Background: an optimization exercise with open tools, aiming at small area, a short achievable clock period and few clock cycles per item. Do not read the settings as production practice. Only simulation tests tie the RTL to the original design; equivalence was not proved. No driver is modelled on the clock port, so clocking that relies on it looks cheaper here than on a real chip.

==> flow/design.v (excerpt) <==
module stitch_blend (
    input  wire        clk,
    input  wire        rst,
    input  wire        in_valid,
    output wire        in_ready,
    input  wire        in_sol,       
    input  wire        in_apron,     
    input  wire [11:0] in_bg_y,
    input  wire [11:0] in_bg_cb,
    input  wire [11:0] in_bg_cr,
    input  wire [7:0]  in_vis,       
    input  wire [7:0]  in_cov,       
    input  wire [95:0] in_y,         
    input  wire [95:0] in_cb,
    input  wire [95:0] in_cr,
    input  wire [79:0] in_pa,        
    input  wire [79:0] in_ga,        
    output reg         out_valid,
    input  wire        out_ready,
    output reg         out_sol,
    output wire [9:0]  out_y,
    output wire [9:0]  out_c         
);
Size in the first run: about 2500 cells after synthesis, about 530 I/O pins, ~27000 um2 of cells after synthesis.
export LEC_CHECK = 0
export CAP_MARGIN = 20
export CORE_MARGIN = 2
export CORE_UTILIZATION = 40
export SLEW_MARGIN = 20
export SYNTH_HIERARCHICAL = 1
export SYNTH_MINIMUM_KEEP_SIZE = 0
create_clock -name core_clock -period 22.0 [get_ports {clk}]
standard.sh (not shown) runs the stock make flow with config.mk's settings and CLKGATE_MAP_FILE= SYNTH_SCRIPT=/design/flow/synth_recipe.tcl, a recipe that flattens the netlist after the stock synthesis.
==> flow/flow/run.sh <==
#!/bin/bash
# Standard layout, with the smallest buffer on every input and output port,
# and timing repair aimed at a setup slack margin well above zero.
set -euo pipefail
export BUFFER_PORTS_ARGS="-buffer_cell sky130_fd_sc_hd__buf_1"
export SETUP_SLACK_MARGIN=10.5
bash standard.sh > standard.log 2>&1
Testbench counts at the start, summed over its fixed seeds: cycles 22,632, pixels 19,200.
Edit:
--- a/flow/flow/run.sh
+++ b/flow/flow/run.sh
@@ -5,3 +5,3 @@
 export BUFFER_PORTS_ARGS="-buffer_cell sky130_fd_sc_hd__buf_1"
-export SETUP_SLACK_MARGIN=10.5
+export SETUP_SLACK_MARGIN=11.5
 bash standard.sh > standard.log 2>&1
Outcome:
- The new run ran to the end with no violations
- setup slack improves by 290 ps
- area after synthesis stays the same
- cell area climbs by 0.85%
- die area does not change
- non-clock buffer count is higher by 12
Edit:
--- a/flow/flow/run.sh
+++ b/flow/flow/run.sh
@@ -5,3 +5,3 @@
 export BUFFER_PORTS_ARGS="-buffer_cell sky130_fd_sc_hd__buf_1"
-export SETUP_SLACK_MARGIN=11.5
+export SETUP_SLACK_MARGIN=11
 bash standard.sh > standard.log 2>&1
--- a/flow/config.mk
+++ b/flow/config.mk
@@ -10,2 +10,5 @@
 export CORE_UTILIZATION = 40
+export CTS_BUF_LIST = sky130_fd_sc_hd__clkbuf_8
+export CTS_CLUSTER_DIAMETER = 80
+export CTS_CLUSTER_SIZE = 40
 export SLEW_MARGIN = 20
After rerunning: The new run finished with timing, DRC and antenna clean. Cell area fell by 0.96%. First-iteration DRC count decreases by 5.1%. Die area is unchanged. Hold slack improves by 3.3 ps. Final cell count stays flat. Synthesized area does not change. Non-clock buffer count fell by 7. Via count is about the same. Worst setup slack is better by 5.0 ps.

========
build 68:
stitch_blend again, from the RTL that the note above started with.
clock: 22.0 ns
lec_check: 0
cap_margin: 20
core_margin: 2
core_utilization: 40
cts_buf_list: sky130_fd_sc_hd__clkbuf_8
slew_margin: 20
synth_hierarchical: 1
synth_minimum_keep_size: 0
==> flow/flow/run.sh <==
#!/bin/bash
# Standard layout, with the smallest buffer on every input and output port,
# timing repair aimed at a setup slack margin well above zero, and a
# recovery pass after clock tree synthesis that sizes down cells off the
# critical paths.
set -euo pipefail
export BUFFER_PORTS_ARGS="-buffer_cell sky130_fd_sc_hd__buf_1"
export SETUP_SLACK_MARGIN=11
export POST_CTS_TCL="$PWD/flow/recover.tcl"
bash standard.sh > standard.log 2>&1
==> flow/flow/recover.tcl <==
# After clock tree synthesis: size down cells whose paths have slack to spare
# (power/area recovery), then legalize the placement again.
log_cmd estimate_parasitics -placement
log_cmd repair_timing -recover_power 100 -setup_margin 11 -verbose
log_cmd detailed_placement
check_placement -verbose
Testbench counts of build 68, summed over its fixed seeds: cycles 22,632, pixels 19,200.
Relative to build 68, the following input files were edited for build 55:
Settings: clearing CTS_BUF_LIST, which used to be sky130_fd_sc_hd__clkbuf_8; swapping 40 for 50 in CORE_UTILIZATION.
==> flow/flow/run.sh <==
#!/bin/bash
# Standard layout, with the smallest buffer on every input and output port,
# and timing repair aimed at a setup slack margin well above zero.
set -euo pipefail
export BUFFER_PORTS_ARGS="-buffer_cell sky130_fd_sc_hd__buf_1"
export SETUP_SLACK_MARGIN=11
bash standard.sh > standard.log 2>&1
removed: flow/flow/recover.tcl
--- outcome ---
- Looking at normalized max-slew margin, build 55 sits 19 points above build 68.
- Re simple-gate share of the synthesized area: no difference whatsoever between build 55 and build 68.
- Against build 68, build 55 comes in 2.9% lower on non-clock buffer count.
- Delta (build 55 minus build 68): global-route usage has increased; fraction of area in clock buffers and inverters has increased.
- Length of the first detailed-routing pass in iterations in build 55 vs build 68: down 1
- Going from build 68 to build 55, the number of cells on the critical path was found to have gone down by 1.
- Diff build 68 -> build 55 | routability congestion estimate | up by a few percent
- Compared with build 68, build 55 has less setup slack.
- Build 55 vs build 68: via-per-instance ratio up in build 55
- Between build 55 and build 68, the difference in share of the clock period used by the worst path after layout is negligible.
diff inputs: build 55 => build 50
Settings: CTS_BUF_LIST: unset -> sky130_fd_sc_hd__clkbuf_8; CORE_UTILIZATION: 50 -> 40.
--- outcome ---
In the metrics for build 50 and build 55, the one carrying the higher count of plain and timing-repair buffers in the layout is build 50. Setup slack after layout is lower on build 55. Build 50 ends up with lower hold slack than build 55 does. Build 50 ended up with a lower via count than build 55 did. Changes observed in build 50 relative to build 55: global-route track usage on met2 went down by 9.3 points, synthesis-to-finish area growth did not really move, met2 wire length +5.8%.

-- static timing again, ports no longer ideal --
No port has a modelled driver above. Below, the same layouts with a new extraction and two added sets of constraints. Step 1, drivers: a clkbuf_16 drives clk and a buf_2 each remaining input, both assumed. Step 2, shift: input delay + t, output delay - t, t = (earliest + latest rising clock arrival at the registers) / 2. This alone moves slack from input paths to output paths. a / b / c = ideal ports / drivers / drivers and shift; a / b = the first two.
run	shift t [ns]	setup WS [ns]	hold slack, ns	clock arrival spread, ns	slew at the worst register clock pin (ns)
the first run of note 1	0.573	10.687 / 10.656 / 10.656	0.469 / 0.469 / 0.469	0.019 / 0.019	0.08 / 0.08
the second run of note 1	0.571	10.981 / 10.917 / 10.917	0.469 / 0.469 / 0.469	0.017 / 0.017	0.08 / 0.08
the third run of note 1	0.639	10.986 / 10.930 / 10.930	0.472 / 0.472 / 0.472	0.028 / 0.029	0.11 / 0.11
build 68	0.637	10.965 / 10.916 / 10.916	0.474 / 0.474 / 0.474	0.028 / 0.028	0.11 / 0.11
build 55	0.542	10.950 / 10.914 / 10.914	0.490 / 0.490 / 0.490	0.019 / 0.020	0.08 / 0.08
build 50	0.639	10.986 / 10.930 / 10.930	0.472 / 0.472 / 0.472	0.028 / 0.029	0.11 / 0.11
After both steps every run listed still meets setup and hold. The setup slack of the second run of note 1, which loses most, moves by -0.064 ns with the drivers and by -0.064 ns with both steps.
